This design comes from an exercise in tuning for small area on the open sky130 flow, not from production work.
Where RTL was checked, it was by simulation tests only, not by an equivalence proof against the original.
Power figures rest on the tool's default switching activity, not on a simulated workload.

==> inputs of harbor <==
==> flow/design.v <==
module almanac (
    input  wire        clk,
    input  wire        rst_n,        
    input  wire        xtal_edge,    
    input  wire        lock,         
    input  wire        bus_wr,
    input  wire        bus_rd,
    input  wire [4:0]  bus_addr,     
    input  wire [31:0] bus_wdata,
    output reg  [31:0] bus_rdata,
    output reg         bus_rvalid,
    output wire [47:0] count_o,
    output wire        wake
);
    reg [47:0] count;
    reg [15:0] shadow;
    reg        shadow_v;         
    reg [15:0] cnt_hi_pend;
    reg [15:0] cnt_commit_hi;    
    reg [31:0] cnt_commit_lo;
    reg        cnt_commit_v;     
    reg        write_pending;
    reg [7:0]  epoch;
    reg        wrapped;
    reg        power_lost;
    reg        locked;
    reg [10:0] trim;             
    reg [10:0] trim_act;         
    reg [19:0] cyc;              
    reg [19:0] acc;              
    reg [1:0]  ctrl_en;
    reg [15:0] al0_hi_pend, al1_hi_pend;
    reg [15:0] al0_stage_hi, al1_stage_hi;
    reg [31:0] al0_stage_lo, al1_stage_lo;
    reg        al0_stage_en, al1_stage_en;
    reg        al0_stage_v, al1_stage_v;    
    reg        al0_pending, al1_pending;
    reg [47:0] al0_value, al1_value;
    reg        al0_value_v, al1_value_v;    
    reg        al0_en, al1_en;
    reg        al0_fired_r, al1_fired_r;
    reg [1:0]  al0_cause_r, al1_cause_r;
    reg        chk;              
    reg        chk_cc;           
    reg        chk_ac0, chk_ac1; 
    reg [31:0] backup [0:15];
    wire wr = bus_wr & ~lock;
    wire rd = bus_rd & ~lock;
    wire wr_count_lo = wr && bus_addr == 5'd0;
    wire wr_count_hi = wr && bus_addr == 5'd1;
    wire wr_trim     = wr && bus_addr == 5'd2;
    wire wr_control  = wr && bus_addr == 5'd3;
    wire wr_al_lo0   = wr && bus_addr == 5'd5;
    wire wr_al_hi0   = wr && bus_addr == 5'd6;
    wire wr_al_lo1   = wr && bus_addr == 5'd7;
    wire wr_al_hi1   = wr && bus_addr == 5'd8;
    wire [31:0] wdata_r = bus_wdata & {32{rst_n}};
    wire [15:0] wdata_z = bus_wdata[15:0] & {16{rst_n & ~lock}};
    wire [15:0] tw = bus_wdata[15:0];
    wire trim_ok = tw[15] ? (tw[14:10] == 5'h1f && tw[9:0] >= 10'd488)
                          : (tw[14:10] == 5'h00 && tw[9:0] <= 10'd536);
    wire        c0      = (cyc == 20'd0);
    wire [10:0] t_eff   = c0 ? trim : trim_act;
    wire        neg     = t_eff[10];
    wire [9:0]  t_x     = t_eff[9:0] ^ {10{neg}};
    wire [20:0] acc_sum = {1'b0, acc} + {11'd0, t_x} + {20'd0, neg};
    wire        marked  = acc_sum[20];
    wire [1:0]  inc = !marked ? 2'd1 : neg ? 2'd0 : 2'd2;
    wire [48:0] count_sum = {1'b0, count} + {47'd0, inc};
    wire        edge_commit = xtal_edge & write_pending;
    wire        al_commit0  = xtal_edge & al0_pending;
    wire        al_commit1  = xtal_edge & al1_pending;
    wire fire0 = chk & al0_en & ~al0_fired_r & (count >= al0_value);
    wire fire1 = chk & al1_en & ~al1_fired_r & (count >= al1_value);
    wire [1:0] ncause0 = chk_ac0 ? 2'b11 : chk_cc ? 2'b10 : 2'b01;
    wire [1:0] ncause1 = chk_ac1 ? 2'b11 : chk_cc ? 2'b10 : 2'b01;
    wire       al0_fired = al0_fired_r | fire0;
    wire       al1_fired = al1_fired_r | fire1;
    wire [1:0] al0_cause = fire0 ? ncause0 : al0_cause_r;
    wire [1:0] al1_cause = fire1 ? ncause1 : al1_cause_r;
    wire [31:0] status = {wrapped, power_lost, write_pending, locked,
                          12'd0, epoch,
                          al1_cause, al0_cause,
                          al1_fired, al0_fired, 2'b00};
    wire s_lo = ~bus_addr[4] & ~bus_addr[3];
    wire s0 = s_lo && bus_addr[2:0] == 3'd0;
    wire s1 = s_lo && bus_addr[2:0] == 3'd1 && shadow_v;
    wire s2 = s_lo && bus_addr[2:0] == 3'd2;
    wire s3 = s_lo && bus_addr[2:0] == 3'd3;
    wire s4 = s_lo && bus_addr[2:0] == 3'd4;
    wire s5 = s_lo && bus_addr[2:0] == 3'd5 && al0_value_v;
    wire s6 = s_lo && bus_addr[2:0] == 3'd6 && al0_value_v;
    wire s7 = s_lo && bus_addr[2:0] == 3'd7 && al1_value_v;
    wire s8 = ~bus_addr[4] & bus_addr[3] & bus_addr[2:0] == 3'd0 && al1_value_v;
    reg [31:0] rd_value;
    integer k;
    always @(*) begin
        rd_value = ({32{s0}} & count[31:0])
                 | ({32{s1}} & {16'd0, shadow})
                 | ({32{s2}} & {{5{trim[10]}}, trim})
                 | ({32{s3}} & {30'd0, ctrl_en})
                 | ({32{s4}} & status)
                 | ({32{s5}} & al0_value[31:0])
                 | ({32{s6}} & {16'd0, al0_value[47:32]})
                 | ({32{s7}} & al1_value[31:0])
                 | ({32{s8}} & {16'd0, al1_value[47:32]});
        for (k = 0; k < 16; k = k + 1)
            rd_value = rd_value | ({32{bus_addr == (5'd16 + k)}} & backup[k]);
    end
    always @(posedge clk) begin
        if (wr_count_lo) begin
            cnt_commit_lo <= bus_wdata;
            cnt_commit_hi <= cnt_hi_pend;
        end
        if (wr_al_lo0) begin
            al0_stage_lo <= bus_wdata;
            al0_stage_hi <= al0_hi_pend;
            al0_stage_en <= ctrl_en[0];
        end
        if (wr_al_lo1) begin
            al1_stage_lo <= bus_wdata;
            al1_stage_hi <= al1_hi_pend;
            al1_stage_en <= ctrl_en[1];
        end
        if (al_commit0) al0_value <= {al0_stage_hi, al0_stage_lo};
        if (al_commit1) al1_value <= {al1_stage_hi, al1_stage_lo};
        if (rd && bus_addr == 5'd0) shadow <= count[47:32];
        if (xtal_edge) trim_act <= t_eff;
        chk_cc  <= write_pending;
        chk_ac0 <= al0_pending;
        chk_ac1 <= al1_pending;
        bus_rdata <= rd_value;
    end
    genvar gk;
    generate
        for (gk = 0; gk < 16; gk = gk + 1) begin : g_bk
            wire we = ~rst_n | (wr & bus_addr == (5'd16 + gk));
            always @(posedge clk)
                if (we) backup[gk] <= wdata_r;
        end
    endgenerate
    always @(posedge clk) begin
        if (~rst_n | (wr_trim & trim_ok)) trim    <= wdata_r[10:0];
        if (~rst_n | wr_control)          ctrl_en <= wdata_r[1:0];
        if (~rst_n | lock | wr_count_hi)
            cnt_hi_pend <= (lock & rst_n & cnt_commit_v) ? cnt_commit_hi : wdata_z;
        if (~rst_n | lock | wr_al_hi0)
            al0_hi_pend <= (lock & rst_n & al0_stage_v) ? al0_stage_hi : wdata_z;
        if (~rst_n | lock | wr_al_hi1)
            al1_hi_pend <= (lock & rst_n & al1_stage_v) ? al1_stage_hi : wdata_z;
        if (~rst_n | xtal_edge)
            count <= {48{rst_n}} & (edge_commit ? {cnt_commit_hi, cnt_commit_lo}
                                                : count_sum[47:0]);
    end
    always @(posedge clk) begin
        if (!rst_n) begin
            shadow_v      <= 1'b0;
            cnt_commit_v  <= 1'b0;
            write_pending <= 1'b0;
            epoch         <= 8'd0;
            wrapped       <= 1'b1;
            power_lost    <= 1'b1;
            locked        <= 1'b1;
            cyc           <= 20'd0;
            acc           <= 20'hfffff;
            al0_stage_v   <= 1'b0;
            al1_stage_v   <= 1'b0;
            al0_pending   <= 1'b0;
            al1_pending   <= 1'b0;
            al0_value_v   <= 1'b0;
            al1_value_v   <= 1'b0;
            al0_en        <= 1'b0;
            al1_en        <= 1'b0;
            al0_fired_r   <= 1'b0;
            al1_fired_r   <= 1'b0;
            al0_cause_r   <= 2'b00;
            al1_cause_r   <= 2'b00;
            chk           <= 1'b0;
            bus_rvalid    <= 1'b0;
        end else begin
            chk <= xtal_edge;
            if (xtal_edge) begin
                cyc <= cyc + 20'd1;
                acc <= acc_sum[19:0];
                if (edge_commit) begin
                    epoch      <= epoch + 8'd1;
                    wrapped    <= 1'b0;
                    power_lost <= 1'b0;
                end else if (count_sum[48]) begin
                    wrapped    <= 1'b1;
                end
            end
            if (al_commit0) begin
                al0_en      <= al0_stage_en;
                al0_value_v <= 1'b1;
            end
            if (al_commit1) begin
                al1_en      <= al1_stage_en;
                al1_value_v <= 1'b1;
            end
            al0_fired_r <= al0_fired & ~al_commit0;
            al1_fired_r <= al1_fired & ~al_commit1;
            al0_cause_r <= al_commit0 ? 2'b00 : al0_cause;
            al1_cause_r <= al_commit1 ? 2'b00 : al1_cause;
            write_pending <= wr_count_lo | (write_pending & ~xtal_edge);
            al0_pending   <= wr_al_lo0   | (al0_pending & ~xtal_edge);
            al1_pending   <= wr_al_lo1   | (al1_pending & ~xtal_edge);
            if (wr_count_lo) cnt_commit_v <= 1'b1;
            if (wr_al_lo0)   al0_stage_v  <= 1'b1;
            if (wr_al_lo1)   al1_stage_v  <= 1'b1;
            if (lock) locked <= 1'b1;
            if (rd && bus_addr == 5'd0) shadow_v <= 1'b1;
            if (rd && bus_addr == 5'd4) locked <= 1'b0;
            bus_rvalid <= rd;
        end
    end
    assign count_o = count;
    assign wake    = al0_fired | al1_fired;
endmodule
==> flow/run.sh <==
#!/bin/bash
# synth_recipe.tcl (not shown) runs the flow's synth.tcl, then flattens the netlist and writes it again
# the make line also repeats each setting of config.mk as NAME=value (left out here)
make -C /OpenROAD-flow-scripts/flow DESIGN_CONFIG=/design/flow/config.mk WORK_HOME=/design/flow/orfs CLKGATE_MAP_FILE= SYNTH_SCRIPT=/design/flow/synth_recipe.tcl finish
==> flow/config.mk <==
export PLATFORM = sky130hd
export DESIGN_NAME = almanac
export DESIGN_NICKNAME = almanac
export VERILOG_FILES = /design/flow/design.v
export SDC_FILE = /design/flow/constraint.sdc
export NUM_CORES = 4
export LEC_CHECK = 0
export CAP_MARGIN = 20
export CORE_MARGIN = 2
export CORE_UTILIZATION = 40
export PLACE_DENSITY = 0.6
export SLEW_MARGIN = 20
==> flow/constraint.sdc <==
create_clock -name core_clock -period 14.0 [get_ports {clk}]
set_input_delay 2.8000 -clock core_clock [delete_from_list [all_inputs] [get_ports {clk}]]
set_output_delay 2.8000 -clock core_clock [all_outputs]
set_load 0.01 [all_outputs]
==> willow: changes against harbor <==
==> flow/design.v, changed modules only <==
module almanac (
    input  wire        clk,
    input  wire        rst_n,        
    input  wire        xtal_edge,    
    input  wire        lock,         
    input  wire        bus_wr,
    input  wire        bus_rd,
    input  wire [4:0]  bus_addr,     
    input  wire [31:0] bus_wdata,
    output reg  [31:0] bus_rdata,
    output reg         bus_rvalid,
    output wire [47:0] count_o,
    output wire        wake
);
    reg [47:0] count;
    reg [15:0] shadow;
    reg        shadow_v;         
    reg [15:0] cnt_hi_pend;
    reg [15:0] cnt_commit_hi;    
    reg [31:0] cnt_commit_lo;
    reg        cnt_commit_v;     
    reg        cnt_hi_dirty;     
    reg        write_pending;
    reg [7:0]  epoch;
    reg        wrapped;
    reg        power_lost;
    reg        locked;
    reg [10:0] trim;             
    reg [10:0] trim_act;         
    reg [19:0] cyc;              
    reg [19:0] acc;              
    reg [1:0]  ctrl_en;
    reg [15:0] al0_hi_pend, al1_hi_pend;
    reg [15:0] al0_stage_hi, al1_stage_hi;
    reg [31:0] al0_stage_lo, al1_stage_lo;
    reg        al0_stage_en, al1_stage_en;
    reg        al0_stage_v, al1_stage_v;    
    reg        al0_hi_dirty, al1_hi_dirty;  
    reg        al0_pending, al1_pending;
    reg [47:0] al0_value, al1_value;
    reg        al0_value_v, al1_value_v;    
    reg        al0_en, al1_en;
    reg        al0_fired_r, al1_fired_r;
    reg [1:0]  al0_cause_r, al1_cause_r;
    reg        chk;              
    reg        chk_cc;           
    reg        chk_ac0, chk_ac1; 
    reg [31:0] backup [0:15];
    function automatic ge48(input [47:0] a, input [47:0] b);
        integer i;
        reg c;
        begin
            c = 1'b1;
            for (i = 0; i < 48; i = i + 1)
                c = (a[i] & ~b[i]) | ((a[i] | ~b[i]) & c);
            ge48 = c;
        end
    endfunction
    wire wr = bus_wr & ~lock;
    wire rd = bus_rd & ~lock;
    wire wr_count_lo = wr && bus_addr == 5'd0;
    wire wr_count_hi = wr && bus_addr == 5'd1;
    wire wr_trim     = wr && bus_addr == 5'd2;
    wire wr_control  = wr && bus_addr == 5'd3;
    wire wr_al_lo0   = wr && bus_addr == 5'd5;
    wire wr_al_hi0   = wr && bus_addr == 5'd6;
    wire wr_al_lo1   = wr && bus_addr == 5'd7;
    wire wr_al_hi1   = wr && bus_addr == 5'd8;
    wire [31:0] wdata_r = bus_wdata & {32{rst_n}};
    wire [15:0] wdata_z = bus_wdata[15:0] & {16{rst_n & ~lock}};
    wire [15:0] tw = bus_wdata[15:0];
    wire trim_ok = tw[15] ? (tw[14:10] == 5'h1f && tw[9:0] >= 10'd488)
                          : (tw[14:10] == 5'h00 && tw[9:0] <= 10'd536);
    genvar gi;
    wire        cyc_z19 = (cyc[18:0] == 19'd0);
    wire        c0      = cyc_z19 & ~cyc[19];
    wire [10:0] t_eff   = c0 ? trim : trim_act;
    wire        neg     = t_eff[10];
    wire [9:0]  t_x     = t_eff[9:0] ^ {10{neg}};
    wire [20:0] acc_sum;
    wire [20:0] ac;
    assign ac[0] = neg;
    generate
        for (gi = 0; gi < 20; gi = gi + 1) begin : g_acc
            if (gi < 10) begin : g_fa
                assign acc_sum[gi] = acc[gi] ^ t_x[gi] ^ ac[gi];
                assign ac[gi+1]    = (acc[gi] & t_x[gi]) | (ac[gi] & (acc[gi] ^ t_x[gi]));
            end else begin : g_ha
                assign acc_sum[gi] = acc[gi] ^ ac[gi];
                assign ac[gi+1]    = acc[gi] & ac[gi];
            end
        end
    endgenerate
    assign acc_sum[20] = ac[20];
    wire        marked  = acc_sum[20];
    wire [48:0] count_sum;
    wire        c1 = (count[0] & ~marked) | (marked & ~neg);
    assign count_sum[0] = count[0] ^ ~marked;
    wire [4:0]  ch_ones;         
    wire [5:0]  ch_pre;          
    wire [48:0] cc;
    assign ch_pre[0] = 1'b1;
    generate
        for (gi = 0; gi < 5; gi = gi + 1) begin : g_ch
            assign ch_ones[gi]  = &count[8*gi+8 : 8*gi+1];
            assign ch_pre[gi+1] = ch_pre[gi] & ch_ones[gi];
        end
        for (gi = 1; gi < 48; gi = gi + 1) begin : g_inc
            if ((gi - 1) % 8 == 0) begin : g_first
                assign cc[gi] = c1 & ch_pre[(gi - 1) / 8];
            end else begin : g_next
                assign cc[gi] = count[gi-1] & cc[gi-1];
            end
            assign count_sum[gi] = count[gi] ^ cc[gi];
        end
    endgenerate
    assign count_sum[48] = count[47] & cc[47];
    wire [19:0] cyc_inc = {cyc[18:0], cyc[19] ^ cyc[16] ^ cyc_z19};
    wire [7:0] epoch_inc;
    wire [8:0] ep_c;
    assign ep_c[0] = 1'b1;
    generate
        for (gi = 0; gi < 8; gi = gi + 1) begin : g_ep
            assign epoch_inc[gi] = epoch[gi] ^ ep_c[gi];
            assign ep_c[gi+1]    = epoch[gi] & ep_c[gi];
        end
    endgenerate
    wire        edge_commit = xtal_edge & write_pending;
    wire        al_commit0  = xtal_edge & al0_pending;
    wire        al_commit1  = xtal_edge & al1_pending;
    wire fire0 = chk & al0_en & ~al0_fired_r & ge48(count, al0_value);
    wire fire1 = chk & al1_en & ~al1_fired_r & ge48(count, al1_value);
    wire [1:0] ncause0 = chk_ac0 ? 2'b11 : chk_cc ? 2'b10 : 2'b01;
    wire [1:0] ncause1 = chk_ac1 ? 2'b11 : chk_cc ? 2'b10 : 2'b01;
    wire       al0_fired = al0_fired_r | fire0;
    wire       al1_fired = al1_fired_r | fire1;
    wire [1:0] al0_cause = fire0 ? ncause0 : al0_cause_r;
    wire [1:0] al1_cause = fire1 ? ncause1 : al1_cause_r;
    wire [31:0] status = {wrapped, power_lost, write_pending, locked,
                          12'd0, epoch,
                          al1_cause, al0_cause,
                          al1_fired, al0_fired, 2'b00};
    wire s_lo = ~bus_addr[4] & ~bus_addr[3];
    wire s0 = s_lo && bus_addr[2:0] == 3'd0;
    wire s1 = s_lo && bus_addr[2:0] == 3'd1 && shadow_v;
    wire s2 = s_lo && bus_addr[2:0] == 3'd2;
    wire s3 = s_lo && bus_addr[2:0] == 3'd3;
    wire s4 = s_lo && bus_addr[2:0] == 3'd4;
    wire s5 = s_lo && bus_addr[2:0] == 3'd5 && al0_value_v;
    wire s6 = s_lo && bus_addr[2:0] == 3'd6 && al0_value_v;
    wire s7 = s_lo && bus_addr[2:0] == 3'd7 && al1_value_v;
    wire s8 = ~bus_addr[4] & bus_addr[3] & bus_addr[2:0] == 3'd0 && al1_value_v;
    reg [31:0] rd_value;
    integer k;
    always @(*) begin
        rd_value = ({32{s0}} & count[31:0])
                 | ({32{s1}} & {16'd0, shadow})
                 | ({32{s2}} & {{5{trim[10]}}, trim})
                 | ({32{s3}} & {30'd0, ctrl_en})
                 | ({32{s4}} & status)
                 | ({32{s5}} & al0_value[31:0])
                 | ({32{s6}} & {16'd0, al0_value[47:32]})
                 | ({32{s7}} & al1_value[31:0])
                 | ({32{s8}} & {16'd0, al1_value[47:32]});
        for (k = 0; k < 16; k = k + 1)
            rd_value = rd_value | ({32{bus_addr == (5'd16 + k)}} & backup[k]);
    end
    always @(posedge clk) begin
        if (wr_count_lo) cnt_commit_lo <= bus_wdata;
        if (wr_count_lo & cnt_hi_dirty) cnt_commit_hi <= cnt_hi_pend;
        if (wr_al_lo0) begin
            al0_stage_lo <= bus_wdata;
            al0_stage_en <= ctrl_en[0];
        end
        if (wr_al_lo0 & al0_hi_dirty) al0_stage_hi <= al0_hi_pend;
        if (wr_al_lo1) begin
            al1_stage_lo <= bus_wdata;
            al1_stage_en <= ctrl_en[1];
        end
        if (wr_al_lo1 & al1_hi_dirty) al1_stage_hi <= al1_hi_pend;
        if (al_commit0) al0_value <= {al0_stage_hi, al0_stage_lo};
        if (al_commit1) al1_value <= {al1_stage_hi, al1_stage_lo};
        if (rd && bus_addr == 5'd0) shadow <= count[47:32];
        if (xtal_edge) trim_act <= t_eff;
        chk_cc  <= write_pending;
        chk_ac0 <= al0_pending;
        chk_ac1 <= al1_pending;
        bus_rdata <= rd_value;
    end
    genvar gk;
    generate
        for (gk = 0; gk < 16; gk = gk + 1) begin : g_bk
            wire we = ~rst_n | (wr & bus_addr == (5'd16 + gk));
            always @(posedge clk)
                if (we) backup[gk] <= wdata_r;
        end
    endgenerate
    always @(posedge clk) begin
        if (~rst_n | (wr_trim & trim_ok)) trim    <= wdata_r[10:0];
        if (~rst_n | wr_control)          ctrl_en <= wdata_r[1:0];
        if (~rst_n | lock | wr_count_hi) cnt_hi_pend <= wdata_z;
        if (~rst_n | lock | wr_al_hi0)   al0_hi_pend <= wdata_z;
        if (~rst_n | lock | wr_al_hi1)   al1_hi_pend <= wdata_z;
        if (~rst_n | xtal_edge)
            count <= {48{rst_n}} & (edge_commit ? {cnt_commit_hi, cnt_commit_lo}
                                                : count_sum[47:0]);
    end
    always @(posedge clk) begin
        if (!rst_n) begin
            shadow_v      <= 1'b0;
            cnt_hi_dirty  <= 1'b1;
            al0_hi_dirty  <= 1'b1;
            al1_hi_dirty  <= 1'b1;
            cnt_commit_v  <= 1'b0;
            write_pending <= 1'b0;
            epoch         <= 8'd0;
            wrapped       <= 1'b1;
            power_lost    <= 1'b1;
            locked        <= 1'b1;
            cyc           <= 20'd0;
            acc           <= 20'hfffff;
            al0_stage_v   <= 1'b0;
            al1_stage_v   <= 1'b0;
            al0_pending   <= 1'b0;
            al1_pending   <= 1'b0;
            al0_value_v   <= 1'b0;
            al1_value_v   <= 1'b0;
            al0_en        <= 1'b0;
            al1_en        <= 1'b0;
            al0_fired_r   <= 1'b0;
            al1_fired_r   <= 1'b0;
            al0_cause_r   <= 2'b00;
            al1_cause_r   <= 2'b00;
            chk           <= 1'b0;
            bus_rvalid    <= 1'b0;
        end else begin
            chk <= xtal_edge;
            if (xtal_edge) begin
                cyc <= cyc_inc;
                acc <= acc_sum[19:0];
                if (edge_commit) begin
                    epoch      <= epoch_inc;
                    wrapped    <= 1'b0;
                    power_lost <= 1'b0;
                end else if (count_sum[48]) begin
                    wrapped    <= 1'b1;
                end
            end
            if (al_commit0) begin
                al0_en      <= al0_stage_en;
                al0_value_v <= 1'b1;
            end
            if (al_commit1) begin
                al1_en      <= al1_stage_en;
                al1_value_v <= 1'b1;
            end
            al0_fired_r <= al0_fired & ~al_commit0;
            al1_fired_r <= al1_fired & ~al_commit1;
            al0_cause_r <= al_commit0 ? 2'b00 : al0_cause;
            al1_cause_r <= al_commit1 ? 2'b00 : al1_cause;
            write_pending <= wr_count_lo | (write_pending & ~xtal_edge);
            al0_pending   <= wr_al_lo0   | (al0_pending & ~xtal_edge);
            al1_pending   <= wr_al_lo1   | (al1_pending & ~xtal_edge);
            if (wr_count_lo) cnt_commit_v <= 1'b1;
            if (wr_al_lo0)   al0_stage_v  <= 1'b1;
            if (wr_al_lo1)   al1_stage_v  <= 1'b1;
            if (wr_count_hi) cnt_hi_dirty <= 1'b1;
            else if (lock & cnt_commit_v) cnt_hi_dirty <= 1'b0;
            if (wr_al_hi0) al0_hi_dirty <= 1'b1;
            else if (lock & al0_stage_v) al0_hi_dirty <= 1'b0;
            if (wr_al_hi1) al1_hi_dirty <= 1'b1;
            else if (lock & al1_stage_v) al1_hi_dirty <= 1'b0;
            if (lock) locked <= 1'b1;
            if (rd && bus_addr == 5'd0) shadow_v <= 1'b1;
            if (rd && bus_addr == 5'd4) locked <= 1'b0;
            bus_rvalid <= rd;
        end
    end
    assign count_o = count;
    assign wake    = al0_fired | al1_fired;
endmodule
==> flow/flow/run.sh (new file) <==
#!/bin/bash
# The standard layout (standard.sh) with these changes:
#  - ABC maps for area: a copy of ORFS's scripts folder whose abc_speed.script
#    is replaced by flow/abc_area.script (nothing else in the copy changes)
#  - port buffers start as the smallest buffer (repair_design resizes them)
#  - clock tree without dummy balancing loads, clkbuf_16 sink buffers
set -euo pipefail
cp -r "$FLOW_HOME/scripts" ./orfs_scripts
cp flow/abc_area.script ./orfs_scripts/abc_speed.script
export SCRIPTS_DIR="$PWD/orfs_scripts"
export BUFFER_PORTS_ARGS="-buffer_cell sky130_fd_sc_hd__buf_1"
export CTS_ARGS="-sink_clustering_enable -repair_clock_nets -dont_use_dummy_load -buf_list sky130_fd_sc_hd__clkbuf_16 -sink_clustering_size 28 -sink_clustering_max_diameter 60"
bash standard.sh > standard_flow.log 2>&1
==> flow/flow/abc_area.script (new file) <==
strash
dch -f
map -a
strash
dch -f
map -a
strash
dch -f
map -a
topo
stime -c
dnsize -c
==> flow/standard.sh (new file) <==
#!/bin/bash
# synth_recipe.tcl (not shown) runs the flow's synth.tcl, then flattens the netlist and writes it again
# the make line also repeats each setting of config.mk as NAME=value (left out here)
make -C /OpenROAD-flow-scripts/flow DESIGN_CONFIG=/design/flow/config.mk WORK_HOME=/design/flow/orfs CLKGATE_MAP_FILE= SYNTH_SCRIPT=/design/flow/synth_recipe.tcl "${@:-finish}"
Settings changed: CAP_MARGIN 20 to 10, CORE_UTILIZATION 40 to 60, PLACE_DENSITY 0.6 to 0.75, SLEW_MARGIN 20 to 10.
removed: flow/run.sh
==> summary of the runs <==
Die area: willow is lower than harbor (37%).
Synthesized cell count: harbor is larger than willow (about 6%).
In willow the global-route usage is higher than in harbor, by 9.7 points.
Against willow, the cell count of harbor is larger by about 20%.
Of harbor and willow, harbor has the higher combinational power (gap 35%, measured against willow).
Of harbor and willow, harbor has the higher routed wire length (gap about 15%, measured against willow).
Between harbor and willow, the lower flip-flop and latch count is in harbor (gap 3).
Against willow, the clock power of harbor is larger by 89%.
In willow the first-iteration DRC count is higher than in harbor, by about 5.6%.
No functional check of the RTL was part of harbor.

## port drivers added, routing unchanged
The flow's constraints put no driver on any port. The routed layouts listed below were extracted and timed again, unchanged, in two steps.
Step 1 assumes that a clkbuf_16 drives the clock port and a buf_2 every other input.
Step 2 adds t to the input delays and takes it off the output delays; t is the mean of the earliest and latest rising clock arrival at the registers after step 1. Input paths then give back, and output paths get back, about the clock's delay inside the block.
a / b / c = no drivers / after step 1 / after step 2; a / b = the first two.
run	t (ns)	setup WS [ns]	hold WS [ns]	clock arrival spread, ns	worst slew at a driven data input, ns
harbor	0.730	5.863 / 5.863 / 5.863	0.370 / 0.370 / 0.370	0.025 / 0.025	0.16
willow	0.698	2.375 / 2.375 / 2.375	0.348 / 0.348 / 0.348	0.091 / 0.091	0.14
After both steps setup and hold are still met in every run listed.
